Context: an optimization exercise on an open-source flow, tuned for small area, a short achievable clock period and few clock cycles per item. The choices shown serve that exercise and are no tape-out recipe.
The RTL was checked by simulation tests, not by an equivalence proof against the original design.
Power figures rest on the tool's default switching activity, not on a simulated workload.

--- flow/config.mk ---
export PLATFORM = sky130hd
export DESIGN_NAME = hearth_acc
export DESIGN_NICKNAME = hearth_acc
export VERILOG_FILES = /design/flow/design.v
export SDC_FILE = /design/flow/constraint.sdc
export NUM_CORES = 4
export LEC_CHECK = 0
export CAP_MARGIN = 20
export CORE_MARGIN = 2
export CORE_UTILIZATION = 40
export SLEW_MARGIN = 20
--- flow/constraint.sdc ---
create_clock -name core_clock -period 14.0 [get_ports {clk}]
set_input_delay 2.8000 -clock core_clock [delete_from_list [all_inputs] [get_ports {clk}]]
set_output_delay 2.8000 -clock core_clock [all_outputs]
set_load 0.01 [all_outputs]
--- flow/design.v ---
module hearth_acc (
    input  wire        clk,
    input  wire        rst,        
    input  wire        start,      
    input  wire        mts,        
    input  wire [3:0]  op,         
    input  wire [7:0]  fn,         
    input  wire [15:0] imm,        
    input  wire [31:0] src,        
    input  wire [31:0] x_in,
    input  wire [31:0] y_in,
    input  wire [15:0] c_in,
    input  wire        ba_in,
    input  wire [31:0] f_in,
    output reg         ready,
    output reg         done,
    output reg  [31:0] a,
    output reg  [31:0] e,
    output reg  [4:0]  flags,      
    output reg         store,      
    output reg         dz_event,   
    output reg         illegal     
);
    localparam F_N = 0, F_Z = 1, F_V = 2, F_CY = 3, F_DZ = 4;
    wire accept = start & ready;
    reg i_legal;
    always @* begin
        i_legal = 1'b0;
        if (fn <= 8'h06 || (fn >= 8'h18 && fn <= 8'h21) || fn == 8'h30 || fn == 8'h31 ||
            (fn >= 8'h10 && fn <= 8'h14))
            i_legal = (imm == 16'h0000);
        else if (fn >= 8'h08 && fn <= 8'h0C)
            i_legal = (imm[15:8] == 8'h00);
    end
    wire i_grp = !mts && (op == 4'hE);
    wire i_abs = !mts && (op == 4'hF);
    wire i_ill = i_grp && !i_legal;
    wire i_g = i_grp && fn[7:6] == 2'b00;
    wire [5:0] f6 = fn[5:0];
    wire i_ld   = !mts && (op == 4'h0 || (i_abs && imm[1:0] == 2'd0));
    wire i_st   = !mts && (op == 4'h1 || (i_abs && imm[1:0] == 2'd1));
    wire i_add  = !mts && (op == 4'h2 || op == 4'h3 || (i_abs && imm[1:0] == 2'd2));
    wire i_sub  = !mts && (op == 4'h4 || op == 4'h5 || op == 4'h9 || (i_abs && imm[1:0] == 2'd3));
    wire i_cyu  = !mts && (op == 4'h3 || op == 4'h5);       
    wire i_cmp  = !mts && op == 4'h9;
    wire i_log  = !mts && (op == 4'h6 || op == 4'h7 || op == 4'h8);
    wire i_mul  = !mts && (op == 4'hA || op == 4'hB);
    wire i_div  = !mts && (op == 4'hC || op == 4'hD);
    wire i_sgn  = !op[0];                                    
    wire i_neg  = i_g && f6 == 6'h00;
    wire i_not  = i_g && f6 == 6'h01;
    wire i_abs2 = i_g && f6 == 6'h02;
    wire i_ext  = i_g && f6 >= 6'h03 && f6 <= 6'h06;
    wire i_sh   = i_g && (f6[5:3] == 3'b001 || f6[5:3] == 3'b010);
    wire i_mae  = i_g && f6 == 6'h18;
    wire i_mea  = i_g && f6 == 6'h19;
    wire i_xae  = i_g && f6 == 6'h1A;
    wire i_mov  = i_g && f6 >= 6'h1B && f6 <= 6'h1F;
    wire i_ftoi = i_g && f6[5:1] == 5'b10000;
    wire i_popc = i_g && f6 == 6'h30;
    wire i_clz  = i_g && f6 == 6'h31;
    wire s_f   = fn[5] || fn[2:0] == 3'd7;
    wire s_x   = !fn[5] && fn[4] && fn[3] && fn[2:0] == 3'd3;
    wire s_y   = !fn[5] && fn[4] && fn[3] && fn[2:0] == 3'd4;
    wire s_c   = !fn[5] && fn[4] && fn[3] && fn[2:0] == 3'd5;
    wire s_b   = !fn[5] && fn[4] && fn[3] && fn[2:0] == 3'd6;
    wire s_i   = !fn[5] && !(fn[4] && fn[3]);
    wire [31:0] i_gop = ({32{s_f}} & f_in) |
                        ({32{s_x}} & x_in) | ({32{s_y}} & y_in) |
                        ({32{s_c}} & {16'd0, c_in}) | ({32{s_b}} & {31'd0, ba_in}) |
                        ({32{s_i}} & {24'd0, imm[7:0]});
    wire i_multi = !i_ill && (i_mul || i_div || i_neg || i_abs2 || i_ftoi || i_popc);
    reg        cv;           
    reg        c_mts, c_ill;
    reg        k_ld, k_st, k_add, k_sub, k_cyu, k_cmp, k_log, k_mul, k_div, k_sgn;
    reg        k_neg, k_not, k_abs, k_ext, k_sh, k_mae, k_mea, k_xae, k_mov;
    reg        k_ftoi, k_popc, k_clz;
    reg [1:0]  k_lf;         
    reg [4:0]  k_fn;         
    reg [31:0] opn;          
    reg [31:0] gop;          
    reg        p_inc;        
    reg        p_ft;         
    reg        p_mul;        
    reg        p_mfin;       
    reg        p_dinc;       
    reg        p_dclz;       
    reg        p_drot;       
    reg        p_dit;        
    reg        p_dfix;       
    reg        p_dinc2;      
    reg        p_pc2;        
    reg [5:0]  cnt;          
    reg [1:0]  mx;           
    reg [33:0] mc;           
    reg        mk;           
    reg        dq_neg;       
    reg        dr_neg;       
    reg        d_neg;        
    reg        q_nz;         
    reg        dquick;       
    wire p_any = p_inc | p_ft | p_mul | p_mfin | p_dinc | p_dclz | p_drot | p_dit |
                 p_dfix | p_dinc2 | p_pc2;
    wire p1 = !p_any && !c_ill && !c_mts;    
    wire        cy_in = flags[F_CY];
    wire        ad_ye = p_mfin;                   
    wire        ad_y0 = k_div;                    
    wire        ad_sub = !k_add && !ad_y0 && !ad_ye;
    wire        ad_cin = k_add ? (k_cyu && cy_in)
                       : (k_sub && k_cyu) ? !cy_in
                       : ad_ye ? mk : 1'b1;
    wire [31:0] ad_y = (({32{!ad_y0 && !ad_ye}} & opn) | ({32{ad_ye}} & e)) ^ {32{ad_sub}};
    wire [32:0] ad_s = {1'b0, a} + {1'b0, ad_y} + {32'd0, ad_cin};
    wire [31:0] ad_r = ad_s[31:0];
    wire        ad_cy = ad_s[32] ^ ad_sub;        
    wire        ad_v = (a[31] == ad_y[31]) && (ad_r[31] != a[31]);
    wire [31:0] ad_p = a ^ ad_y;
    wire [31:0] ad_k = {a[30:0] | ad_y[30:0], ad_cin};
    wire        ad_z = (ad_p == ad_k);
    wire [7:0]  sh_n = k_fn[4] ? e[7:0] : gop[7:0];
    wire [2:0]  sh_k = p_ft ? {2'b00, !dr_neg} : k_fn[2:0];
    wire        sh_left = (sh_k == 3'd0 || sh_k == 3'd3);
    wire [4:0]  sh_m = sh_n[4:0];
    wire [4:0]  rt_amt = p_drot ? cnt[4:0] : (sh_m ^ {5{sh_left}});
    wire [31:0] rt_in = (sh_left && !p_drot) ? {a[0], a[31:1]} : a;
    reg  [31:0] rt;                               
    always @* begin
        rt = rt_in;
        if (rt_amt[0]) rt = {rt[0], rt[31:1]};
        if (rt_amt[1]) rt = {rt[1:0], rt[31:2]};
        if (rt_amt[2]) rt = {rt[3:0], rt[31:4]};
        if (rt_amt[3]) rt = {rt[7:0], rt[31:8]};
        if (rt_amt[4]) rt = {rt[15:0], rt[31:16]};
    end
    wire [31:0] lomask = ~(32'hFFFF_FFFF << sh_m);    
    wire [31:0] himask;                               
    genvar g;
    generate for (g = 0; g < 32; g = g + 1) begin : g_rev
        assign himask[g] = lomask[31 - g];
    end endgenerate
    wire        sh_big = (sh_n[7:5] != 3'd0);     
    wire        sh_32 = (sh_n == 8'd32);
    wire        sh_0 = (sh_n == 8'd0);
    wire        sh_rot = (sh_k == 3'd3 || sh_k == 3'd4);
    wire        sh_fv = (sh_k == 3'd2) && a[31];  
    wire [31:0] sh_fm = sh_rot ? 32'd0 : sh_big ? 32'hFFFF_FFFF : sh_left ? lomask : himask;
    wire [31:0] sh_r = (rt & ~sh_fm) | ({32{sh_fv}} & sh_fm);
    wire        sh_cy = (sh_0 || (sh_big && !sh_32)) ? 1'b0 : (sh_left ? rt[0] : rt[31]);
    integer    i;
    reg [1:0] pc1 [0:15];
    reg [2:0] pc2 [0:7];
    reg [3:0] pc3 [0:3];
    reg [5:0] popc;
    always @* begin
        for (i = 0; i < 16; i = i + 1) pc1[i] = {1'b0, a[2*i]} + {1'b0, a[2*i+1]};
        for (i = 0; i < 8; i = i + 1) pc2[i] = {1'b0, pc1[2*i]} + {1'b0, pc1[2*i+1]};
        for (i = 0; i < 4; i = i + 1) pc3[i] = {1'b0, pc2[2*i]} + {1'b0, pc2[2*i+1]};
        popc = {2'd0, a[3:0]} + {2'd0, a[7:4]} + {2'd0, a[11:8]} + {2'd0, a[15:12]};
    end
    function [5:0] f_clz(input [31:0] v);
        integer k;
        reg found;
        begin
            f_clz = 6'd32;
            found = 1'b0;
            for (k = 31; k >= 0; k = k - 1) begin
                if (!found && v[k]) begin
                    f_clz = 6'd31 - k[5:0];
                    found = 1'b1;
                end
            end
        end
    endfunction
    wire [5:0] clz_a = f_clz(a);
    wire        ft_sign = gop[31];
    wire [7:0]  ft_exp = gop[30:23];
    wire [22:0] ft_man = gop[22:0];
    wire        ft_nan = (ft_exp == 8'hFF) && (ft_man != 23'd0);
    wire        ft_sat = (ft_exp == 8'hFF) ||
                         (ft_exp >= 8'd158 && !(ft_sign && ft_exp == 8'd158 && ft_man == 23'd0));
    wire [31:0] ft_satv = ft_nan ? 32'd0 : (ft_sign ? 32'h8000_0000 : 32'h7FFF_FFFF);
    wire        ft_left = (ft_exp >= 8'd150);
    wire [7:0]  ft_lamt = ft_exp - 8'd150;
    wire [7:0]  ft_ramt = 8'd150 - ((ft_exp == 8'd0) ? 8'd1 : ft_exp);
    wire [31:0] ft_m = {8'd0, (ft_exp != 8'd0), ft_man};
    wire        ft_round = !dr_neg && sh_cy;
    wire        ft_stky = |(rt[30:0] & himask[30:0]);
    wire        ft_inc = k_fn[0] && ft_round && (ft_stky || sh_r[0]);
    wire        ft_add1 = ft_inc ^ dq_neg;
    wire        mu_last = (cnt == 6'd3);
    wire        mu_bwl = k_sgn && mu_last;           
    wire [31:0] mu_inv = {k_sgn, {31{1'b0}}};
    wire [31:0] mu_q0 = ({32{opn[0]}} & a) ^ mu_inv;
    wire [31:0] mu_q1 = ({32{opn[1]}} & a) ^ mu_inv;
    wire [31:0] mu_q2 = ({32{opn[2]}} & a) ^ mu_inv;
    wire [31:0] mu_q3 = ({32{opn[3]}} & a) ^ mu_inv;
    wire [31:0] mu_q4 = ({32{opn[4]}} & a) ^ mu_inv;
    wire [31:0] mu_q5 = ({32{opn[5]}} & a) ^ mu_inv;
    wire [31:0] mu_q6 = ({32{opn[6]}} & a) ^ mu_inv;
    wire [31:0] mu_q7 = ({32{opn[7]}} & a) ^ {k_sgn & !mu_bwl, {31{mu_bwl}}};
    wire        mu_k0 = k_sgn && !p_mul;             
    wire        mu_k1 = mu_bwl;                       
    localparam W = 42;
    wire [W-1:0] mu_rs = p_mul ? {8'd0, mx, e} : {W{1'b0}};
    wire [W-1:0] mu_rc = p_mul ? {8'd0, mc} : {W{1'b0}};
    wire [W-1:0] mu_r0 = {W{1'b0}} | {mu_k1, 6'd0, mu_k0, mu_q0};    
    wire [W-1:0] mu_r1 = {W{1'b0}} | {mu_q1, 1'b0};
    wire [W-1:0] mu_r2 = {W{1'b0}} | {mu_q2, 2'd0};
    wire [W-1:0] mu_r3 = {W{1'b0}} | {mu_q3, 3'd0};
    wire [W-1:0] mu_r4 = {W{1'b0}} | {mu_q4, 4'd0};
    wire [W-1:0] mu_r5 = {W{1'b0}} | {mu_q5, 5'd0};
    wire [W-1:0] mu_r6 = {W{1'b0}} | {mu_q6, 6'd0};
    wire [W-1:0] mu_r7 = {W{1'b0}} | {mu_q7, 7'd0};
    function [2*W-1:0] csa(input [W-1:0] x, input [W-1:0] y, input [W-1:0] z, input cin);
        csa = {{(x[W-2:0] & y[W-2:0]) | (x[W-2:0] & z[W-2:0]) | (y[W-2:0] & z[W-2:0]), cin},
               x ^ y ^ z};
    endfunction
    wire [W-1:0] l1s0, l1c0, l1s1, l1c1, l1s2, l1c2;
    assign {l1c0, l1s0} = csa(mu_rs, mu_rc, mu_r0, mk & p_mul);
    assign {l1c1, l1s1} = csa(mu_r1, mu_r2, mu_r3, 1'b0);
    assign {l1c2, l1s2} = csa(mu_r4, mu_r5, mu_r6, 1'b0);
    wire [W-1:0] l2s0, l2c0, l2s1, l2c1;
    assign {l2c0, l2s0} = csa(l1s0, l1c0, l1s1, 1'b0);
    assign {l2c1, l2s1} = csa(l1c1, l1s2, l1c2, 1'b0);
    wire [W-1:0] l3s0, l3c0;
    assign {l3c0, l3s0} = csa(l2s0, l2c0, l2s1, 1'b0);
    wire [W-1:0] l4s0, l4c0;
    assign {l4c0, l4s0} = csa(l3s0, l3c0, l2c1, 1'b0);
    wire [W-1:0] mu_sd, mu_cd;
    assign {mu_cd, mu_sd} = csa(l4s0, l4c0, mu_r7, 1'b0);
    wire [8:0]  mu_l = {1'b0, mu_sd[7:0]} + {1'b0, mu_cd[7:0]};
    wire [31:0] mu_lo = {mu_l[7:0], opn[31:8]};
    wire [31:0] mf_p = a ^ e;
    wire        mf_z = (mf_p == {a[30:0] | e[30:0], mk});
    wire        mf_o = (mf_p == {~(a[30:0] & e[30:0]), !mk});
    wire        dv_aneg = k_sgn && a[31];
    wire        dv_dneg0 = k_sgn && opn[31];
    wire        dv_dz = (opn == 32'd0);
    wire        dv_ovf = k_sgn && (a == 32'h8000_0000) && (opn == 32'hFFFF_FFFF);
    wire [5:0]  dv_clzd = f_clz(opn ^ {32{dv_dneg0}});
    wire [5:0]  dv_nd0 = 6'd32 - dv_clzd;
    wire [5:0]  dv_nd = (dv_nd0 == 6'd0) ? 6'd1 : dv_nd0;
    wire [5:0]  dv_na = 6'd32 - clz_a;
    wire [6:0]  dv_tw = {1'b0, dv_na} - {1'b0, dv_nd} + 7'd1;    
    wire        dv_quick = dv_tw[6] || dv_tw == 7'd0;             
    wire [31:0] dv_rmask = ~(32'hFFFF_FFFF << (6'd32 - cnt));
    wire [32:0] dv_x = {e, a[31]};
    wire [33:0] dv_try = {1'b0, dv_x} + {2'b11, opn ^ {32{!d_neg}}} + {33'd0, !d_neg};
    wire        dv_q = !dv_try[33];
    wire [31:0] dv_rem = dv_q ? dv_try[31:0] : dv_x[31:0];
    wire [31:0] dv_negE = 32'd0 - e;
    reg [31:0] n_a, n_e, n_opn, n_gop;
    reg [4:0]  n_fl;
    reg        fin, last_n;
    reg        n_inc, n_ft, n_mul, n_mfin, n_dinc, n_dclz, n_drot, n_dit, n_dfix, n_dinc2, n_pc2;
    reg [5:0]  n_cnt;
    reg [1:0]  n_mx;
    reg [33:0] n_mc;
    reg        n_mk;
    reg        n_dqn, n_drn, n_dn, n_qnz, n_quick;
    reg        n_store, n_dz;
    reg [31:0] lr;           
    always @* begin
        n_a = a;
        n_e = e;
        n_opn = opn;
        n_gop = gop;
        n_fl = flags;
        fin = 1'b1;
        last_n = 1'b1;
        {n_inc, n_ft, n_mul, n_mfin, n_dinc, n_dclz, n_drot, n_dit, n_dfix, n_dinc2, n_pc2} = 11'd0;
        n_cnt = cnt;
        n_mx = mx;
        n_mc = mc;
        n_mk = mk;
        n_dqn = dq_neg;
        n_drn = dr_neg;
        n_dn = d_neg;
        n_qnz = q_nz;
        n_quick = dquick;
        n_store = 1'b0;
        n_dz = 1'b0;
        lr = ({32{k_ld}} & opn) | ({32{k_mov}} & gop) |
             ({32{k_log && k_lf == 2'd0}} & (a & opn)) |
             ({32{k_log && k_lf == 2'd1}} & (a | opn)) |
             ({32{k_log && k_lf == 2'd2}} & (a ^ opn)) |
             ({32{k_not}} & ~a) |
             ({32{k_ext}} & ((k_fn[2:0] == 3'd3) ? {{24{a[7]}}, a[7:0]} :
                             (k_fn[2:0] == 3'd4) ? {{16{a[15]}}, a[15:0]} :
                             (k_fn[2:0] == 3'd5) ? {24'd0, a[7:0]} : {16'd0, a[15:0]})) |
             ({32{k_sh}} & sh_r) |
             ({32{k_popc}} & {16'd0, pc3[3], pc3[2], pc3[1], pc3[0]}) |
             ({32{k_clz}} & {26'd0, clz_a}) |
             ({32{k_mae | k_xae}} & e);
        if (p_pc2) begin
            n_a = {26'd0, popc};
        end else if (p_inc) begin
            n_a = ad_r;
            n_fl[F_N] = ad_r[31];
            n_fl[F_Z] = ad_z;
            if (!k_ftoi) n_fl[F_V] = ad_v;
            if (k_neg) n_fl[F_CY] = ad_cy;
        end else if (p_ft) begin
            n_a = sh_r ^ {32{dq_neg}};
            n_opn = {32{ft_add1}};
            n_inc = 1'b1;
            fin = 1'b0;
        end else if (p_mfin) begin
            n_a = opn;
            n_e = ad_r;
            n_fl[F_N] = ad_r[31];
            n_fl[F_Z] = q_nz;
            n_fl[F_V] = (k_sgn && opn[31]) ? !mf_o : !mf_z;
            n_fl[F_CY] = 1'b0;
        end else if (p_mul || (p1 && k_mul)) begin
            if (!p_mul)
                n_qnz = (a == 32'd0) || (opn == 32'd0);
            n_e = mu_sd[39:8];
            n_mx = mu_sd[41:40];
            n_mc = mu_cd[41:8];
            n_mk = mu_l[8];
            n_opn = mu_lo;
            n_cnt = cnt + 6'd1;
            fin = 1'b0;
            if (mu_last) begin
                n_a = mu_sd[39:8];
                n_e = mu_cd[39:8];
                n_mfin = 1'b1;
            end else begin
                n_mul = 1'b1;
                last_n = 1'b0;
            end
        end else if (p_dinc) begin
            n_a = ad_r;
            n_dclz = 1'b1;
            fin = 1'b0;
            last_n = 1'b0;
        end else if (p_dclz) begin
            n_cnt = dv_tw[5:0];
            n_quick = dv_quick;
            n_drot = 1'b1;
            fin = 1'b0;
            last_n = 1'b0;
        end else if (p_drot) begin
            if (dquick) begin
                n_a = 32'd0;
                n_fl[F_N] = 1'b0;
                n_fl[F_Z] = 1'b1;
                n_fl[F_V] = 1'b0;
                n_fl[F_CY] = 1'b0;
            end else begin
                n_e = rt & dv_rmask;
                n_a = rt & ~dv_rmask;
                n_dit = 1'b1;
                fin = 1'b0;
                last_n = (cnt == 6'd1) && !dq_neg && !dr_neg;
            end
        end else if (p_dit) begin
            n_e = dv_rem;
            n_a = {a[30:0], dv_q};
            n_qnz = q_nz | dv_q;
            n_cnt = cnt - 6'd1;
            if (cnt == 6'd1) begin
                if (dq_neg || dr_neg) begin
                    n_dfix = 1'b1;
                    fin = 1'b0;
                    last_n = !dq_neg;
                end
            end else begin
                n_dit = 1'b1;
                fin = 1'b0;
                last_n = (cnt == 6'd2) && !dq_neg && !dr_neg;
            end
            if (fin) begin
                n_fl[F_N] = k_sgn ? 1'b0 : a[30];
                n_fl[F_Z] = !(q_nz | dv_q);
                n_fl[F_V] = 1'b0;
                n_fl[F_CY] = 1'b0;
            end
        end else if (p_dfix) begin
            if (dr_neg)
                n_e = dv_negE;
            if (dq_neg) begin
                n_a = ~a;
                n_dinc2 = 1'b1;
                fin = 1'b0;
            end else begin
                n_fl[F_N] = 1'b0;
                n_fl[F_Z] = !q_nz;
                n_fl[F_V] = 1'b0;
                n_fl[F_CY] = 1'b0;
            end
        end else if (p_dinc2) begin
            n_a = ad_r;
            n_fl[F_N] = q_nz;
            n_fl[F_Z] = !q_nz;
            n_fl[F_V] = 1'b0;
            n_fl[F_CY] = 1'b0;
        end else if (c_mts) begin
            n_fl = opn[4:0];
        end else if (c_ill) begin
        end else if (k_add || k_sub) begin
            if (!k_cmp)
                n_a = ad_r;
            n_fl[F_N] = ad_r[31];
            n_fl[F_Z] = ad_z;
            n_fl[F_V] = ad_v;
            n_fl[F_CY] = ad_cy;
        end else if (k_neg || k_abs) begin
            n_a = a ^ {32{k_neg | a[31]}};
            n_opn = {32{k_neg | a[31]}};
            n_inc = 1'b1;
            fin = 1'b0;
        end else if (k_ftoi) begin
            n_fl[F_V] = ft_sat;
            n_dqn = ft_sign;
            n_drn = ft_left;
            fin = 1'b0;
            if (ft_sat) begin
                n_a = ft_satv;
                n_opn = 32'd0;
                n_inc = 1'b1;
            end else begin
                n_a = ft_m;
                n_gop = {24'd0, ft_left ? ft_lamt : ft_ramt};
                n_ft = 1'b1;
                last_n = 1'b0;
            end
        end else if (k_div) begin
            if (dv_dz) begin
                n_a = k_sgn ? (a[31] ? 32'h8000_0000 : 32'h7FFF_FFFF) : 32'hFFFF_FFFF;
                n_e = a;
                n_fl[F_N] = k_sgn ? a[31] : 1'b1;
                n_fl[F_Z] = 1'b0;
                n_fl[F_V] = 1'b0;
                n_fl[F_CY] = 1'b0;
                n_fl[F_DZ] = 1'b1;
                n_dz = 1'b1;
            end else if (dv_ovf) begin
                n_a = 32'h8000_0000;
                n_e = 32'd0;
                n_fl[F_N] = 1'b1;
                n_fl[F_Z] = 1'b0;
                n_fl[F_V] = 1'b1;
                n_fl[F_CY] = 1'b0;
            end else begin
                n_e = a;
                n_a = a ^ {32{dv_aneg}};
                n_dqn = dv_aneg ^ dv_dneg0;
                n_drn = dv_aneg;
                n_dn = dv_dneg0;
                n_qnz = 1'b0;
                n_cnt = dv_tw[5:0];
                n_quick = dv_quick;
                n_dinc = dv_aneg;
                n_drot = !dv_aneg;
                fin = 1'b0;
                last_n = 1'b0;
            end
        end else if (k_st) begin
            n_store = 1'b1;
        end else if (k_popc || k_clz) begin
            n_a = lr;
            n_fl[F_N] = 1'b0;
            n_fl[F_Z] = k_popc ? (a == 32'd0) : a[31];
            n_fl[F_V] = 1'b0;
            if (k_popc) begin
                n_pc2 = 1'b1;
                fin = 1'b0;
            end
        end else if (k_ld || k_log || k_not || k_sh || k_ext) begin
            n_a = lr;
            n_fl[F_N] = lr[31];
            n_fl[F_Z] = (lr == 32'd0);
            if (!k_ext && !k_ld) n_fl[F_V] = 1'b0;
            if (k_sh) n_fl[F_CY] = sh_cy;
        end else if (k_mea) begin
            n_e = a;
        end else if (k_xae) begin
            n_a = e;
            n_e = a;
        end else if (k_mae || k_mov) begin
            n_a = lr;
        end
    end
    always @(posedge clk) begin
        if (rst) begin
            a <= 32'd0;
            e <= 32'd0;
            flags <= 5'd0;
            done <= 1'b0;
            store <= 1'b0;
            dz_event <= 1'b0;
            illegal <= 1'b0;
            ready <= 1'b1;
            cv <= 1'b0;
            {p_inc, p_ft, p_mul, p_mfin, p_dinc, p_dclz, p_drot, p_dit, p_dfix, p_dinc2, p_pc2} <= 11'd0;
        end else begin
            done <= cv && fin;
            store <= n_store;
            dz_event <= n_dz;
            illegal <= c_ill;
            if (cv) begin
                a <= n_a;
                e <= n_e;
                flags <= n_fl;
                opn <= n_opn;
                gop <= n_gop;
                cnt <= n_cnt;
                mx <= n_mx;
                mc <= n_mc;
                mk <= n_mk;
                dq_neg <= n_dqn;
                dr_neg <= n_drn;
                d_neg <= n_dn;
                q_nz <= n_qnz;
                dquick <= n_quick;
                {p_inc, p_ft, p_mul, p_mfin, p_dinc, p_dclz, p_drot, p_dit, p_dfix, p_dinc2, p_pc2} <=
                    {n_inc, n_ft, n_mul, n_mfin, n_dinc, n_dclz, n_drot, n_dit, n_dfix, n_dinc2, n_pc2};
            end
            if (accept) begin
                cv <= 1'b1;
                c_mts <= mts;
                c_ill <= i_ill;
                {k_ld, k_st, k_add, k_sub, k_cyu, k_cmp, k_log, k_mul, k_div, k_sgn} <=
                    {i_ld, i_st, i_add, i_sub, i_cyu, i_cmp, i_log, i_mul, i_div, i_sgn};
                {k_neg, k_not, k_abs, k_ext, k_sh, k_mae, k_mea, k_xae, k_mov} <=
                    {i_neg, i_not, i_abs2, i_ext, i_sh, i_mae, i_mea, i_xae, i_mov};
                {k_ftoi, k_popc, k_clz} <= {i_ftoi, i_popc, i_clz};
                k_lf <= op[1:0] - 2'd2;
                k_fn <= fn[4:0];
                opn <= src;
                gop <= i_gop;
                cnt <= 6'd0;
                ready <= !i_multi;
            end else if (cv && !fin) begin
                ready <= last_n;
            end else begin
                cv <= 1'b0;
                ready <= 1'b1;
            end
        end
    end
endmodule
--- flow/flow/run.sh ---
#!/bin/bash
# Layout: the standard flow (standard.sh, unchanged synthesis), with the
# timing repair steps aiming for a larger setup slack than the default, so
# that they size and buffer the critical paths below the 14 ns clock.
set -euo pipefail
bash standard.sh SETUP_SLACK_MARGIN=10 > flow_standard.log 2>&1
--- flow/standard.sh ---
#!/bin/bash
# synth_recipe.tcl (not shown) runs the flow's synth.tcl, then flattens the netlist and writes it again
# the make line also repeats each setting of config.mk as NAME=value (left out here)
make -C /OpenROAD-flow-scripts/flow DESIGN_CONFIG=/design/flow/config.mk WORK_HOME=/design/flow/orfs CLKGATE_MAP_FILE= SYNTH_SCRIPT=/design/flow/synth_recipe.tcl "${@:-finish}"
==> qor.csv, run 1 <==
stage;metric;value;unit
critical_path;Startpoint Class;register;
logic_synthesis;sequential area share after synthesis;13.9;%
critical_path;Register-to-Register Path Depth;19;
logic_synthesis;Mean Syn Cell Area;7.59;um^2
cells_and_area;share of cells above drive strength 1;27.6;%
critical_path;slowest library cell on the worst path;o221ai_2;
floorplan;Ports;251;
critical_path;worst r2r src;a[28]$_SDFFE_PP0P_;
route;router iterations before antenna repair;13;
logic_synthesis;post-synthesis compound-gate area fraction;27.6;%
hold_path;Hold Path Class;register to register;
timing;max-slew violations;0;
floorplan;Die Y;329;um
route;DRC viols;0;
timing;final cycle utilization of the critical path;38.4;%
status;status;complete, no violations;
floorplan;starting density of the core;40.2;%
critical_path;CP endpoint;cnt[5]$_SDFFCE_PP0P_;
clock_tree;TritonCTS clock tree;built;
timing;fmax;186;MHz
floorplan;die width;329;um
logic_synthesis;YS warnings;4;
clock_tree;CTS Buf Count;35;
critical_path;Worst Path Required;14.37;ns
critical_path;data arrival time of the critical path;5.74;ns
route;initial DRC count;9929;
timing;clk_skew;0.0648;ns
placement;Port-buffer cells;250;
route;Routed Antenna Nets;0;
grt;largest net degree at the start of global routing;51;
logic_synthesis;ys async rst share;0;%
clock_tree;Hold Buf Count CTS;0;
clock_tree;Root Driver;clkbuf_16;
critical_path;CP Cell Sequence;buf_12 -> buf_4 -> inv_4 -> nand2_1 -> o221ai_2 -> o31ai_1 -> a21oi_1 -> o32ai_2 -> o21a_2 -> buf_4 -> nor3_1 -> xnor2_1 -> ha_1 -> ha_1 -> a21o_1 -> a21oi_2 -> xnor2_2 -> a211oi_2 -> a211oi_2;
timing;Setup TNS;0;ns
floorplan;Die ar.;108000;um^2
critical_path;Reg2Reg Capture Point;cnt[5]$_SDFFCE_PP0P_;
route;Vias;55183;
power;Pleak;22.2;nW
logic_synthesis;mux cell area share after synthesis;1.93;%
grt;vias in the first global route;51577;
route;final WL;324000;um
grt;antenna violations before repair;39;
logic_synthesis;Synth Area in Simple Gates;18.6;%
logic_synthesis;synthesized-area fraction occupied by adder cells;21.7;%
route;number of vias per cell;7.28;
logic_synthesis;Post-synth top flop;edfxtp_1;
critical_path;Setup Crit Path Kind;register to register;
clock_tree;Num Clock Sinks;224;
logic_synthesis;Mapped Nets;6308;
logic_synthesis;EDFF count, synth;138;
power;total power draw;3.82;mW
grt;global-route total usage across every layer;58.0;%
clock_tree;clk latency of the worst-skew pair;0.68;ns
placement;worst slack, placed;7.47;ns
timing;final hold violations;0;
critical_path;CP Capture Type;register;
grt;first-pass GRT wire length;432000;um
timing;Slew headroom;14.7;%
clock_tree;Longest Clk Path Bufs;3;
logic_synthesis;post-synthesis xor/xnor area fraction;8.15;%
timing;Tightest Pin Transition;1.28;ns
cells_and_area;filler cell count;9720;
critical_path;crit path from;a[28]$_SDFFE_PP0P_;
logic_synthesis;Synth Instances;5565;
placement;GPL Wtd Cong;1.18;
critical_path;max incr delay on CP;0.96;ns
cells_and_area;leading cell type in the layout, fill and taps excluded;buf_4;
logic_synthesis;Seq cells post-synth;224;
logic_synthesis;Syn Std Cell Area;42200;um^2
clock_tree;Worst-path clk slew;0.06;ns
floorplan;site row count;119;
clock_tree;H-Tree Depth;2;
placement;Final HPWL DP;217000;um
critical_path;Worst R2R Setup Slack;8.63;ns
timing;Tmin final;5.37;ns
cells_and_area;synthesis-to-finish area growth;38.2;%
job;total of max-cap violations;0;
floorplan;core area;105000;um^2
grt;gr ovfl total;0;
logic_synthesis;largest family of logic cells by synthesized area;compound AO/OA/AOI/OAI gates;
logic_synthesis;post-synth cell types;104;
cells_and_area;fin nets;6866;
timing;RSZ-0062 raised after global routing;yes;
timing;# setup viols final;0;
power;maximum VDD drop;90.0;uV
route;wire per inst;42.7;um
timing;Final WS setup;8.63;ns
cells_and_area;highest-count cells in the layout ignoring fill and taps;475 x buf_4, 460 x nand2_1, 437 x nor2_1;
power;Cell Pwr Density;65.5;nW/um^2
critical_path;crit-path max FO;12;
routing by layer:
layer	up-vias	GRT usage, %	wire (um)
met2	5526	78.2	123000
li1	21327	-	-
met3	1968	30.2	52600
met4	31	53.4	39600
met5	-	2.61	627
met1	26331	65.2	108000
synth_stat cells (all sizes together), types with 80 or more instances:
cell / instances / area [um^2]
nor2: 550 / 2070
nand2: 490 / 1850
a21oi: 475 / 2380
o21ai: 411 / 2110
inv: 384 / 1440
clkbuf: 366 / 1380
xnor2: 290 / 2540
ha: 289 / 3620
fa: 277 / 5550
edfxtp: 138 / 4140
o22ai: 138 / 863
nor3: 120 / 622
buf: 103 / 571
xor2: 102 / 901
a221oi: 86 / 753
dfxtp: 86 / 1720
and2: 80 / 500
cell type report:
cell class              instances  area [um^2]  area share [%]
repair buffers                972        10400            17.8
well taps                    1391         1740            2.98
inverters                     403         1850            3.17
clock inverters                22          240           0.412
multi-input cells            4485        36900            63.2
diodes                         43          108           0.184
clock buffers                  42          953            1.63
repair inverters                2         36.3          0.0622
flip-flops and latches        224         6120            10.5
sequential cells by signal (all words and copies together), names as in the netlist, 2 cells and up:
name / count
gop: 32
a: 32
k_lf: 2
mc: 32
e: 32
k_fn: 4
flags: 5
cnt: 6
opn: 32
critical path: cells and delay by family, from the launching register on:
family	cells	cell delay, ns
compound gates	9	2.42
xor+xnor	2	0.34
fa+ha+maj	2	0.68
buf+inv	4	0.82
flops	1	0.35
simple gates	2	0.41
stage by stage:
step	hold slack (ns)	util (%)	instance area, um^2	std cells
floorplan	0.498	-	43800	5565
global placement	0.479	44.7	47000	6936
detailed placement	0.488	44.8	47000	6939
CTS	0.501	53.9	56600	7463
global route	0.521	55.5	58300	7554
finish	0.501	55.6	58400	7584
where the power goes:
group	total, mW	leakage [nW]	switching [mW]	internal [mW]
registers	0.775	2.01	0.0497	0.725
logic	2.05	19.6	1.34	0.713
clock network	1.00	0.582	0.438	0.563
total	3.82	22.2	1.82	2.00
logic make-up after synthesis:
family	count (synthesis)
AO/OA/AOI/OAI	1779
XOR/XNOR	392
adder cells (fa/ha/maj)	566
buffers and inverters	872
flip-flops	224
multiplexers	76
AND/OR/NAND/NOR	1656
how the worst min path moves through the flow:
stage	from	endpoint	slack (ns)	depth (start not counted)
floorplan	flags[1]$_SDFFE_PP0P_	flags[1]$_SDFFE_PP0P_	0.50	2
CTS	flags[4]$_SDFFE_PP0P_	flags[4]$_SDFFE_PP0P_	0.50	2
global route	flags[4]$_SDFFE_PP0P_	flags[4]$_SDFFE_PP0P_	0.52	2
finish	flags[4]$_SDFFE_PP0P_	flags[4]$_SDFFE_PP0P_	0.50	2
detailed placement	flags[0]$_SDFFE_PP0P_	flags[0]$_SDFFE_PP0P_	0.49	2
global placement	flags[0]$_SDFFE_PP0P_	flags[0]$_SDFFE_PP0P_	0.48	2
what timing repair did:
item,in CTS,in global routing
resized for setup,1265,267
setup buffers,414,78
cloned,46,0
pin swaps,272,208
setup endpoints to repair,398,255
Testbench counts, summed over its fixed seeds: cycles 54,543, ops 32,000.
==> run 2, diff against run 1 <==
--- a/flow/design.v
+++ b/flow/design.v
@@ -80,6 +80,7 @@
     reg [31:0] opn;          
     reg [31:0] gop;          
     reg        p_inc;        
+    reg        pc_in;        
     reg        p_ft;         
     reg        p_mul;        
     reg        p_mfin;       
@@ -103,13 +104,12 @@
                  p_dfix | p_dinc2 | p_pc2;
     wire p1 = !p_any && !c_ill && !c_mts;    
     wire        cy_in = flags[F_CY];
-    wire        ad_ye = p_mfin;                   
-    wire        ad_y0 = k_div;                    
-    wire        ad_sub = !k_add && !ad_y0 && !ad_ye;
+    wire        ad_y0 = p_dinc | p_dinc2 | p_inc;    
+    wire        ad_sub = !k_add;                  
     wire        ad_cin = k_add ? (k_cyu && cy_in)
                        : (k_sub && k_cyu) ? !cy_in
-                       : ad_ye ? mk : 1'b1;
-    wire [31:0] ad_y = (({32{!ad_y0 && !ad_ye}} & opn) | ({32{ad_ye}} & e)) ^ {32{ad_sub}};
+                       : p_mfin ? mk : p_inc ? pc_in : 1'b1;
+    wire [31:0] ad_y = opn & {32{!ad_y0}};
     wire [32:0] ad_s = {1'b0, a} + {1'b0, ad_y} + {32'd0, ad_cin};
     wire [31:0] ad_r = ad_s[31:0];
     wire        ad_cy = ad_s[32] ^ ad_sub;        
@@ -145,6 +145,9 @@
     wire        sh_fv = (sh_k == 3'd2) && a[31];  
     wire [31:0] sh_fm = sh_rot ? 32'd0 : sh_big ? 32'hFFFF_FFFF : sh_left ? lomask : himask;
     wire [31:0] sh_r = (rt & ~sh_fm) | ({32{sh_fv}} & sh_fm);
+    wire [31:0] sh_zm = (sh_rot || sh_0) ? 32'hFFFF_FFFF : sh_left ? ~himask : ~lomask;
+    wire        sh_z = (sh_big && !sh_rot) ? ((sh_k == 3'd2) ? !a[31] : 1'b1)
+                                           : ((a & sh_zm) == 32'd0);
     wire        sh_cy = (sh_0 || (sh_big && !sh_32)) ? 1'b0 : (sh_left ? rt[0] : rt[31]);
     integer    i;
     reg [1:0] pc1 [0:15];
@@ -230,9 +233,9 @@
     assign {mu_cd, mu_sd} = csa(l4s0, l4c0, mu_r7, 1'b0);
     wire [8:0]  mu_l = {1'b0, mu_sd[7:0]} + {1'b0, mu_cd[7:0]};
     wire [31:0] mu_lo = {mu_l[7:0], opn[31:8]};
-    wire [31:0] mf_p = a ^ e;
-    wire        mf_z = (mf_p == {a[30:0] | e[30:0], mk});
-    wire        mf_o = (mf_p == {~(a[30:0] & e[30:0]), !mk});
+    wire [31:0] mf_p = a ^ opn;
+    wire        mf_z = (mf_p == {a[30:0] | opn[30:0], mk});
+    wire        mf_o = (mf_p == {~(a[30:0] & opn[30:0]), !mk});
     wire        dv_aneg = k_sgn && a[31];
     wire        dv_dneg0 = k_sgn && opn[31];
     wire        dv_dz = (opn == 32'd0);
@@ -258,7 +261,7 @@
     reg [33:0] n_mc;
     reg        n_mk;
     reg        n_dqn, n_drn, n_dn, n_qnz, n_quick;
-    reg        n_store, n_dz;
+    reg        n_store, n_dz, n_pcin;
     reg [31:0] lr;           
     always @* begin
         n_a = a;
@@ -279,6 +282,7 @@
         n_qnz = q_nz;
         n_quick = dquick;
         n_store = 1'b0;
+        n_pcin = pc_in;
         n_dz = 1'b0;
         lr = ({32{k_ld}} & opn) | ({32{k_mov}} & gop) |
              ({32{k_log && k_lf == 2'd0}} & (a & opn)) |
@@ -302,15 +306,15 @@
             if (k_neg) n_fl[F_CY] = ad_cy;
         end else if (p_ft) begin
             n_a = sh_r ^ {32{dq_neg}};
-            n_opn = {32{ft_add1}};
+            n_pcin = ft_add1;
             n_inc = 1'b1;
             fin = 1'b0;
         end else if (p_mfin) begin
-            n_a = opn;
+            n_a = e;
             n_e = ad_r;
             n_fl[F_N] = ad_r[31];
             n_fl[F_Z] = q_nz;
-            n_fl[F_V] = (k_sgn && opn[31]) ? !mf_o : !mf_z;
+            n_fl[F_V] = (k_sgn && e[31]) ? !mf_o : !mf_z;
             n_fl[F_CY] = 1'b0;
         end else if (p_mul || (p1 && k_mul)) begin
             if (!p_mul)
@@ -324,7 +328,8 @@
             fin = 1'b0;
             if (mu_last) begin
                 n_a = mu_sd[39:8];
-                n_e = mu_cd[39:8];
+                n_opn = mu_cd[39:8];
+                n_e = mu_lo;
                 n_mfin = 1'b1;
             end else begin
                 n_mul = 1'b1;
@@ -408,7 +413,7 @@
             n_fl[F_CY] = ad_cy;
         end else if (k_neg || k_abs) begin
             n_a = a ^ {32{k_neg | a[31]}};
-            n_opn = {32{k_neg | a[31]}};
+            n_pcin = k_neg | a[31];
             n_inc = 1'b1;
             fin = 1'b0;
         end else if (k_ftoi) begin
@@ -418,7 +423,7 @@
             fin = 1'b0;
             if (ft_sat) begin
                 n_a = ft_satv;
-                n_opn = 32'd0;
+                n_pcin = 1'b0;
                 n_inc = 1'b1;
             end else begin
                 n_a = ft_m;
@@ -471,7 +476,7 @@
         end else if (k_ld || k_log || k_not || k_sh || k_ext) begin
             n_a = lr;
             n_fl[F_N] = lr[31];
-            n_fl[F_Z] = (lr == 32'd0);
+            n_fl[F_Z] = k_sh ? sh_z : (lr == 32'd0);
             if (!k_ext && !k_ld) n_fl[F_V] = 1'b0;
             if (k_sh) n_fl[F_CY] = sh_cy;
         end else if (k_mea) begin
@@ -514,6 +519,7 @@
                 dr_neg <= n_drn;
                 d_neg <= n_dn;
                 q_nz <= n_qnz;
+                pc_in <= n_pcin;
                 dquick <= n_quick;
                 {p_inc, p_ft, p_mul, p_mfin, p_dinc, p_dclz, p_drot, p_dit, p_dfix, p_dinc2, p_pc2} <=
                     {n_inc, n_ft, n_mul, n_mfin, n_dinc, n_dclz, n_drot, n_dit, n_dfix, n_dinc2, n_pc2};
@@ -529,7 +535,7 @@
                 {k_ftoi, k_popc, k_clz} <= {i_ftoi, i_popc, i_clz};
                 k_lf <= op[1:0] - 2'd2;
                 k_fn <= fn[4:0];
-                opn <= src;
+                opn <= src ^ {32{i_sub}};
                 gop <= i_gop;
                 cnt <= 6'd0;
                 ready <= !i_multi;
==> flow/flow/run.sh (replaced) <==
#!/bin/bash
# Layout: the standard flow (standard.sh, unchanged synthesis), with the
# timing repair steps aiming for a larger setup slack than the default, so
# that they size and buffer the critical paths below the 14 ns clock.
set -euo pipefail
bash standard.sh SETUP_SLACK_MARGIN=9 > flow_standard.log 2>&1
--- a/flow/config.mk
+++ b/flow/config.mk
@@ -7,5 +7,5 @@
 export LEC_CHECK = 0
 export CAP_MARGIN = 20
 export CORE_MARGIN = 2
-export CORE_UTILIZATION = 40
+export CORE_UTILIZATION = 55
 export SLEW_MARGIN = 20
==> qor.csv, run 2 <==
stage;metric;value;unit;change
status;status;did not finish;;
status;Stop stage;global routing (5_1_grt);;
status;stop err;[ERROR GRT-0232] Routing congestion too high. Check the congestion heatmap in the GUI.;;
clock_tree;Num Clock Sinks;225;;+0.45%
placement;GPL Wtd Cong;1.31;;+11%
logic_synthesis;sequential area share after synthesis;13.7;%;-0.16 points
grt;gr ovfl total;54;;
placement;Port-buffer cells;250;;unchanged
placement;Final HPWL DP;212000;um;-2.2%
logic_synthesis;Syn Std Cell Area;43000;um^2;+1.7%
clock_tree;CTS Buf Count;31;;-11%
floorplan;site row count;102;;-14%
clock_tree;Root Driver;clkbuf_16;;
clock_tree;H-Tree Depth;1;;-1
logic_synthesis;EDFF count, synth;139;;+0.72%
logic_synthesis;Mapped Nets;6437;;+2.0%
floorplan;Die Y;283;um;-14%
logic_synthesis;Yosys top cell by area;fa_1;;
logic_synthesis;Post-synth top flop;edfxtp_1;;
logic_synthesis;top-count cell post-synth;nand2_1;;
floorplan;die width;283;um;-14%
logic_synthesis;Synth area leaders;fa_1 13%, edfxtp_1 9.7%, ha_1 6.6%;;
logic_synthesis;Seq cells post-synth;225;;+0.45%
grt;largest net degree at the start of global routing;84;;
logic_synthesis;YS warnings;4;;unchanged
logic_synthesis;share of the synthesized area in the top cell type;12.9;%;-0.22 points
logic_synthesis;post-synth cell types;109;;+4.8%
floorplan;Ports;251;;unchanged
clock_tree;Hold Buf Count CTS;0;;unchanged
clock_tree;Longest Clk Path Bufs;3;;unchanged
logic_synthesis;Mean Syn Cell Area;7.46;um^2;-1.7%
logic_synthesis;Synth Instances;5756;;+3.4%
placement;worst slack, placed;7.48;ns;+0.00693 ns
floorplan;starting density of the core;55.5;%;+15 points
logic_synthesis;top cells by count, synth;546 x nand2_1, 513 x a21oi_1, 501 x nor2_1;;
logic_synthesis;ys async rst share;0;%;unchanged
grt;global-route total usage across every layer;77.9;%;
[run 2: cell count changes after synthesis, sizes merged, moves of 28 or more]
cell	change
nand3	+117
o211ai	+78
o22ai	-73
ha	-62
nand2	+58
a22oi	+51
nor2	-44
a21oi	+38
a31oi	+37
buf	+32
o2111ai	+28
[run 2: power by group through the flow]
stage / combinational, mW / clock, mW / sequential, mW
floorplan: 0.785 / 0 / 0.760
global placement: 1.34 / 0 / 0.788
detailed placement: 1.34 / 0 / 0.788
CTS: 1.40 / 0.925 / 0.770
[run 2: per-stage QoR]
stage,cells,total power [mW],instance area [um^2]
4_1_cts,6891,3.09,49100
3_3_place_gp,6790,2.13,46700
2_1_floorplan,5756,1.55,43000
3_5_place_dp,6790,2.13,46700
[run 2: how the worst min path moves through the flow]
stage                           from                    end  slack [ns]  cells past startpoint
4_1_cts        flags[2]$_SDFFE_PP0P_  flags[2]$_SDFFE_PP0P_        0.57                      2
3_5_place_dp   flags[2]$_SDFFE_PP0P_  flags[2]$_SDFFE_PP0P_        0.51                      2
3_3_place_gp   flags[2]$_SDFFE_PP0P_  flags[2]$_SDFFE_PP0P_        0.49                      2
2_1_floorplan  flags[3]$_SDFFE_PP0P_  flags[3]$_SDFFE_PP0P_        0.52                      1
[run 2: per-layer routing]
layer	overflow	GRT usage, %
met5	0	39.5
met4	23	72.7
met3	0	65.9
met2	30	91.3
met1	1	79.7
[run 2: timing repair]
| item | CTS |
|---|---|
| buffers inserted | 38 |
| resized for setup | 194 |
| setup endpoints to repair | 95 |
| cloned | 5 |
| pin swaps | 21 |
[run 2: logic make-up after synthesis]
group | Yosys count | synth area share (%)
compound gates | 1869 | 28.8
simple gates | 1781 | 19.4
buf+inv | 901 | 8.35
fa+ha+maj | 504 | 19.5
xor+xnor | 402 | 8.26
flops | 225 | 13.7
mux | 74 | 1.91
Testbench counts of run 2, summed over its fixed seeds: cycles 54,543, ops 32,000.
==> run 3, diff against run 2 <==
--- a/flow/design.v
+++ b/flow/design.v
@@ -72,13 +72,34 @@
     wire i_multi = !i_ill && (i_mul || i_div || i_neg || i_abs2 || i_ftoi || i_popc);
     reg        cv;           
     reg        c_mts, c_ill;
-    reg        k_ld, k_st, k_add, k_sub, k_cyu, k_cmp, k_log, k_mul, k_div, k_sgn;
-    reg        k_neg, k_not, k_abs, k_ext, k_sh, k_mae, k_mea, k_xae, k_mov;
-    reg        k_ftoi, k_popc, k_clz;
-    reg [1:0]  k_lf;         
-    reg [4:0]  k_fn;         
+    reg [3:0]  c_op;         
+    reg [5:0]  c_fn;         
+    wire       c_g = !c_mts && c_op == 4'hE;
+    wire k_ld   = !c_mts && c_op == 4'h0;
+    wire k_st   = !c_mts && c_op == 4'h1;
+    wire k_add  = !c_mts && (c_op == 4'h2 || c_op == 4'h3);
+    wire k_sub  = !c_mts && (c_op == 4'h4 || c_op == 4'h5 || c_op == 4'h9);
+    wire k_cyu  = c_op == 4'h3 || c_op == 4'h5;           
+    wire k_cmp  = c_op == 4'h9;
+    wire k_log  = !c_mts && (c_op == 4'h6 || c_op == 4'h7 || c_op == 4'h8);
+    wire k_mul  = !c_mts && (c_op == 4'hA || c_op == 4'hB);
+    wire k_div  = !c_mts && (c_op == 4'hC || c_op == 4'hD);
+    wire k_sgn  = !c_op[0];                                 
+    wire k_neg  = c_g && c_fn == 6'h00;
+    wire k_not  = c_g && c_fn == 6'h01;
+    wire k_abs  = c_g && c_fn == 6'h02;
+    wire k_ext  = c_g && c_fn >= 6'h03 && c_fn <= 6'h06;
+    wire k_sh   = c_g && (c_fn[5:3] == 3'b001 || c_fn[5:3] == 3'b010);
+    wire k_mae  = c_g && c_fn == 6'h18;
+    wire k_mea  = c_g && c_fn == 6'h19;
+    wire k_xae  = c_g && c_fn == 6'h1A;
+    wire k_mov  = c_g && c_fn >= 6'h1B && c_fn <= 6'h1F;
+    wire k_ftoi = c_g && c_fn[5:1] == 5'b10000;
+    wire k_popc = c_g && c_fn == 6'h30;
+    wire k_clz  = c_g && c_fn == 6'h31;
+    wire [1:0] k_lf = c_op[1:0] - 2'd2;                   
+    wire [4:0] k_fn = c_fn[4:0];                           
     reg [31:0] opn;          
-    reg [31:0] gop;          
     reg        p_inc;        
     reg        pc_in;        
     reg        p_ft;         
@@ -117,7 +138,7 @@
     wire [31:0] ad_p = a ^ ad_y;
     wire [31:0] ad_k = {a[30:0] | ad_y[30:0], ad_cin};
     wire        ad_z = (ad_p == ad_k);
-    wire [7:0]  sh_n = k_fn[4] ? e[7:0] : gop[7:0];
+    wire [7:0]  sh_n = k_fn[4] ? e[7:0] : opn[7:0];
     wire [2:0]  sh_k = p_ft ? {2'b00, !dr_neg} : k_fn[2:0];
     wire        sh_left = (sh_k == 3'd0 || sh_k == 3'd3);
     wire [4:0]  sh_m = sh_n[4:0];
@@ -175,9 +196,9 @@
         end
     endfunction
     wire [5:0] clz_a = f_clz(a);
-    wire        ft_sign = gop[31];
-    wire [7:0]  ft_exp = gop[30:23];
-    wire [22:0] ft_man = gop[22:0];
+    wire        ft_sign = opn[31];
+    wire [7:0]  ft_exp = opn[30:23];
+    wire [22:0] ft_man = opn[22:0];
     wire        ft_nan = (ft_exp == 8'hFF) && (ft_man != 23'd0);
     wire        ft_sat = (ft_exp == 8'hFF) ||
                          (ft_exp >= 8'd158 && !(ft_sign && ft_exp == 8'd158 && ft_man == 23'd0));
@@ -252,7 +273,7 @@
     wire        dv_q = !dv_try[33];
     wire [31:0] dv_rem = dv_q ? dv_try[31:0] : dv_x[31:0];
     wire [31:0] dv_negE = 32'd0 - e;
-    reg [31:0] n_a, n_e, n_opn, n_gop;
+    reg [31:0] n_a, n_e, n_opn;
     reg [4:0]  n_fl;
     reg        fin, last_n;
     reg        n_inc, n_ft, n_mul, n_mfin, n_dinc, n_dclz, n_drot, n_dit, n_dfix, n_dinc2, n_pc2;
@@ -267,7 +288,6 @@
         n_a = a;
         n_e = e;
         n_opn = opn;
-        n_gop = gop;
         n_fl = flags;
         fin = 1'b1;
         last_n = 1'b1;
@@ -284,7 +304,7 @@
         n_store = 1'b0;
         n_pcin = pc_in;
         n_dz = 1'b0;
-        lr = ({32{k_ld}} & opn) | ({32{k_mov}} & gop) |
+        lr = ({32{k_ld}} & opn) | ({32{k_mov}} & opn) |
              ({32{k_log && k_lf == 2'd0}} & (a & opn)) |
              ({32{k_log && k_lf == 2'd1}} & (a | opn)) |
              ({32{k_log && k_lf == 2'd2}} & (a ^ opn)) |
@@ -427,7 +447,7 @@
                 n_inc = 1'b1;
             end else begin
                 n_a = ft_m;
-                n_gop = {24'd0, ft_left ? ft_lamt : ft_ramt};
+                n_opn = {24'd0, ft_left ? ft_lamt : ft_ramt};
                 n_ft = 1'b1;
                 last_n = 1'b0;
             end
@@ -510,7 +530,6 @@
                 e <= n_e;
                 flags <= n_fl;
                 opn <= n_opn;
-                gop <= n_gop;
                 cnt <= n_cnt;
                 mx <= n_mx;
                 mc <= n_mc;
@@ -528,15 +547,9 @@
                 cv <= 1'b1;
                 c_mts <= mts;
                 c_ill <= i_ill;
-                {k_ld, k_st, k_add, k_sub, k_cyu, k_cmp, k_log, k_mul, k_div, k_sgn} <=
-                    {i_ld, i_st, i_add, i_sub, i_cyu, i_cmp, i_log, i_mul, i_div, i_sgn};
-                {k_neg, k_not, k_abs, k_ext, k_sh, k_mae, k_mea, k_xae, k_mov} <=
-                    {i_neg, i_not, i_abs2, i_ext, i_sh, i_mae, i_mea, i_xae, i_mov};
-                {k_ftoi, k_popc, k_clz} <= {i_ftoi, i_popc, i_clz};
-                k_lf <= op[1:0] - 2'd2;
-                k_fn <= fn[4:0];
-                opn <= src ^ {32{i_sub}};
-                gop <= i_gop;
+                c_op <= (op == 4'hF) ? {1'b0, imm[1:0] == 2'd3, imm[1:0] == 2'd2, imm[1:0] == 2'd1} : op;
+                c_fn <= fn[5:0];
+                opn <= i_grp ? i_gop : (src ^ {32{i_sub}});
                 cnt <= 6'd0;
                 ready <= !i_multi;
             end else if (cv && !fin) begin
--- a/flow/config.mk
+++ b/flow/config.mk
@@ -7,5 +7,5 @@
 export LEC_CHECK = 0
 export CAP_MARGIN = 20
 export CORE_MARGIN = 2
-export CORE_UTILIZATION = 55
+export CORE_UTILIZATION = 40
 export SLEW_MARGIN = 20
==> qor.csv, run 3 <==
stage;metric;value;unit;change
grt;gr ovfl total;0;;
critical_path;slowest library cell on the worst path;xor2_1;;
grt;first-pass GRT wire length;394000;um;
grt;GRT Max-Usage Layer;met2;;
job;total of max-cap violations;0;;
timing;Tightest Pin Transition;1.43;ns;
grt;vias in the first global route;46860;;
placement;Final HPWL DP;211000;um;-0.21%
route;DRC viols;0;;
clock_tree;Num Clock Sinks;175;;-22%
timing;fmax;181;MHz;
route;number of vias per cell;7.32;;
cells_and_area;share of cells above drive strength 1;16.7;%;
route;final WL;299000;um;
floorplan;starting density of the core;40.4;%;-15 points
logic_synthesis;Mean Syn Cell Area;7.31;um^2;-2.1%
timing;hold_ws;0.507;ns;
clock_tree;Worst-path clk slew;0.10;ns;
critical_path;data arrival time of the critical path;6.06;ns;
grt;grt met1 use;63.2;%;
placement;Placed Cells;6765;;-0.37%
status;status;complete, no violations;;
timing;Slew headroom;4.79;%;
clock_tree;Root Driver;clkbuf_16;;
logic_synthesis;Synth area leaders;fa_1 14%, ha_1 7.2%, edfxtp_1 6.7%;;
critical_path;worst r2r src;p_inc$_SDFFE_PP0P_;;
power;Cell Pwr Density;56.7;nW/um^2;
floorplan;site row count;115;;+13%
placement;GPL Wtd Cong;1.14;;-12%
cells_and_area;highest-count cells in the layout ignoring fill and taps;577 x nand2_1, 511 x nor2_1, 409 x a21oi_1;;
critical_path;Reg2Reg Capture Point;flags[1]$_SDFFE_PP0P_;;
cells_and_area;fin nets;6369;;
power;maximum VDD drop;125;uV;
critical_path;max incr delay on CP;0.76;ns;
logic_synthesis;Post-synth top flop;edfxtp_1;;
timing;# setup viols final;0;;
clock_tree;clk latency of the worst-skew pair;0.58;ns;
floorplan;die width;319;um;+13%
logic_synthesis;share of the synthesized area in the top cell type;13.9;%;+1.0 points
cells_and_area;leading cell type in the layout, fill and taps excluded;nand2_1;;
logic_synthesis;Synth Instances;5441;;-5.5%
grt;grt met3 use;31.0;%;
hold_path;hold_sp;flags[4]$_SDFFE_PP0P_;;
power;Pleak;19.3;nW;
logic_synthesis;Syn Std Cell Area;39800;um^2;-7.4%
clock_tree;H-Tree Depth;4;;+3
critical_path;Worst Path Required;14.52;ns;
grt;global-route total usage across every layer;56.0;%;
critical_path;Register-to-Register Path Depth;15;;
route;wire per inst;42.5;um;
cells_and_area;post-route cell area;49300;um^2;
grt;met2 Use GR;75.2;%;
timing;Tmin final;5.54;ns;
route;Routed Antenna Nets;0;;
critical_path;Worst R2R Setup Slack;8.46;ns;
logic_synthesis;sequential area share after synthesis;11.1;%;-2.7 points
floorplan;Ports;251;;unchanged
logic_synthesis;top cells by count, synth;593 x nand2_1, 539 x nor2_1, 436 x a21oi_1;;
timing;max-slew violations;0;;
floorplan;Die ar.;102000;um^2;
logic_synthesis;post-synth cell types;104;;-4.6%
clock_tree;Longest Clk Path Bufs;2;;-1
critical_path;CP Capture Type;register;;
logic_synthesis;YS warnings;4;;unchanged
clock_tree;TritonCTS clock tree;built;;
critical_path;Setup Crit Path Kind;register to register;;
cells_and_area;synthesis-to-finish area growth;24.0;%;
logic_synthesis;EDFF count, synth;89;;-36%
grt;largest net degree at the start of global routing;69;;
critical_path;CP Cell Sequence;buf_6 -> nor3_2 -> buf_8 -> nand2_1 -> ha_1 -> xor2_1 -> nand4_1 -> nor4_1 -> nand2_2 -> o21ai_0 -> a211oi_1 -> o41ai_2 -> buf_4 -> a31oi_1 -> o21ai_1;;
cells_and_area;fin cells;7029;;
timing;clk_skew;0.0247;ns;
logic_synthesis;Seq cells post-synth;175;;-22%
placement;Placed Area;44100;um^2;-5.5%
floorplan;Die Y;319;um;+13%
logic_synthesis;Yosys top cell by area;fa_1;;
logic_synthesis;ys async rst share;0;%;unchanged
timing;Setup TNS;0;ns;
route;Vias;51431;;
hold_path;hold depth;2;;
logic_synthesis;Mapped Nets;6124;;-4.9%
critical_path;worst path bufs/invs;3;;
clock_tree;CTS Buf Count;17;;-45%
logic_synthesis;top-count cell post-synth;nand2_1;;
critical_path;Startpoint Class;register;;
timing;final cycle utilization of the critical path;39.6;%;
floorplan;core area;98400;um^2;
cells_and_area;utilization after layout;50.1;%;
hold_path;WHS Endpoint;flags[4]$_SDFFE_PP0P_;;
placement;Port-buffer cells;250;;unchanged
timing;RSZ-0062 raised after global routing;yes;;
timing;final hold violations;0;;
route;initial DRC count;9344;;
route;router iterations before antenna repair;17;;
hold_path;Hold Path Class;register to register;;
grt;antenna violations before repair;46;;
critical_path;crit-path max FO;43;;
critical_path;delay-heaviest family, CP;simple AND/OR/NAND/NOR gates;;
==> run 3: cell count changes after synthesis, moves of 47 or more <==
cell      delta
a21oi_1     -77
a22oi_1     -57
edfxtp_1    -50
nand2_1     +47
nand3_1     -98
xnor2_1     -79
xor2_1      +68
==> run 3: layout make-up <==
| type | count | area (um^2) |
|---|---|---|
| antenna | 43 | 108 |
| clock buffer | 18 | 450 |
| clock inverter | 14 | 168 |
| fill | 9806 | 49100 |
| inverter | 405 | 1630 |
| multi-input combinational | 4400 | 34100 |
| sequential | 175 | 4440 |
| tap | 1287 | 1610 |
| timing repair buffer | 687 | 6760 |
==> run 3: cells by family after synthesis <==
family / Yosys count / synth area share (%)
compound gates: 1673 / 27.9
flops: 175 / 11.1
fa+ha+maj: 506 / 21.2
buf+inv: 874 / 8.65
mux: 112 / 3.12
xor+xnor: 391 / 8.68
simple gates: 1710 / 19.5
==> run 3: how the worst max path moves through the flow <==
| stage | from | to | slack (ns) | cells past startpoint |
|---|---|---|---|---|
| after CTS | p_mul$_SDFFE_PP0P_ | e[30]$_SDFFE_PP0P_ | 8.74 | 19 |
| final | p_inc$_SDFFE_PP0P_ | flags[1]$_SDFFE_PP0P_ | 8.46 | 15 |
| after detailed placement | c_mts$_DFFE_PP_ | e[30]$_SDFFE_PP0P_ | 7.55 | 22 |
| after global routing | pc_in$_DFFE_PP_ | flags[3]$_SDFFE_PP0P_ | 8.73 | 25 |
| after floorplan | a[2]$_SDFFE_PP0P_ | e[30]$_SDFFE_PP0P_ | 9.02 | 18 |
| after global placement | c_mts$_DFFE_PP_ | e[30]$_SDFFE_PP0P_ | 7.63 | 22 |
==> run 3: layer usage <==
layer,vias to the layer above,share of wire (%)
met2,5191,38
met5,-,0.19
met4,40,12
li1,19891,-
met3,1730,17
met1,24579,33
==> run 3: worst min-delay path: stages, from the launching register on <==
cell and delay, ns:
dfxtp_1 0.34, a21oi_1 0.06, nor2_1 0.07
==> run 3: what timing repair did <==
item                       CTS  global route
gates cloned                 7            15
hold buffers                 0             0
setup endpoints to repair  117           110
setup buffers               67            98
pin swaps                   41           134
resized for setup          299           313
==> run 3: power breakdown <==
part / switching (mW) / internal (mW)
logic: 1.09 / 0.542
registers: 0.0220 / 0.556
clock network: 0.329 / 0.252
total: 1.45 / 1.35
==> run 3: stage by stage <==
stage	total power, mW	setup WS, ns
2_1_floorplan	1.32	9.02
3_3_place_gp	1.92	7.63
3_5_place_dp	1.91	7.55
4_1_cts	2.55	8.74
5_1_grt	2.80	8.73
6_report	2.80	8.46
Testbench counts of run 3, summed over its fixed seeds: cycles 54,543, ops 32,000.

-- what the ideal ports hide --
How much do the figures lean on ideal ports? The routed layouts below were timed once more, with nothing changed but the port constraints. Step 1 sets driving cells, clkbuf_16 on the clock port and buf_2 on the other inputs (assumed; they add their load-dependent delay and slew). Step 2 times the ports against the registers' clock, not the clock port: input delays grow and output delays shrink by t, the midpoint of the rising clock arrivals with the driver on. a / b / c = ideal / step 1 / step 2; a / b = the first two.
run	t (ns)	setup WS [ns]	worst setup path at the end	worst slew at a driven data input, ns
run 1	0.713	8.630 / 8.630 / 8.630	register to register	0.09
run 3	0.649	8.460 / 8.460 / 8.460	register to register	0.09
After both steps setup and hold are still met in every run listed.
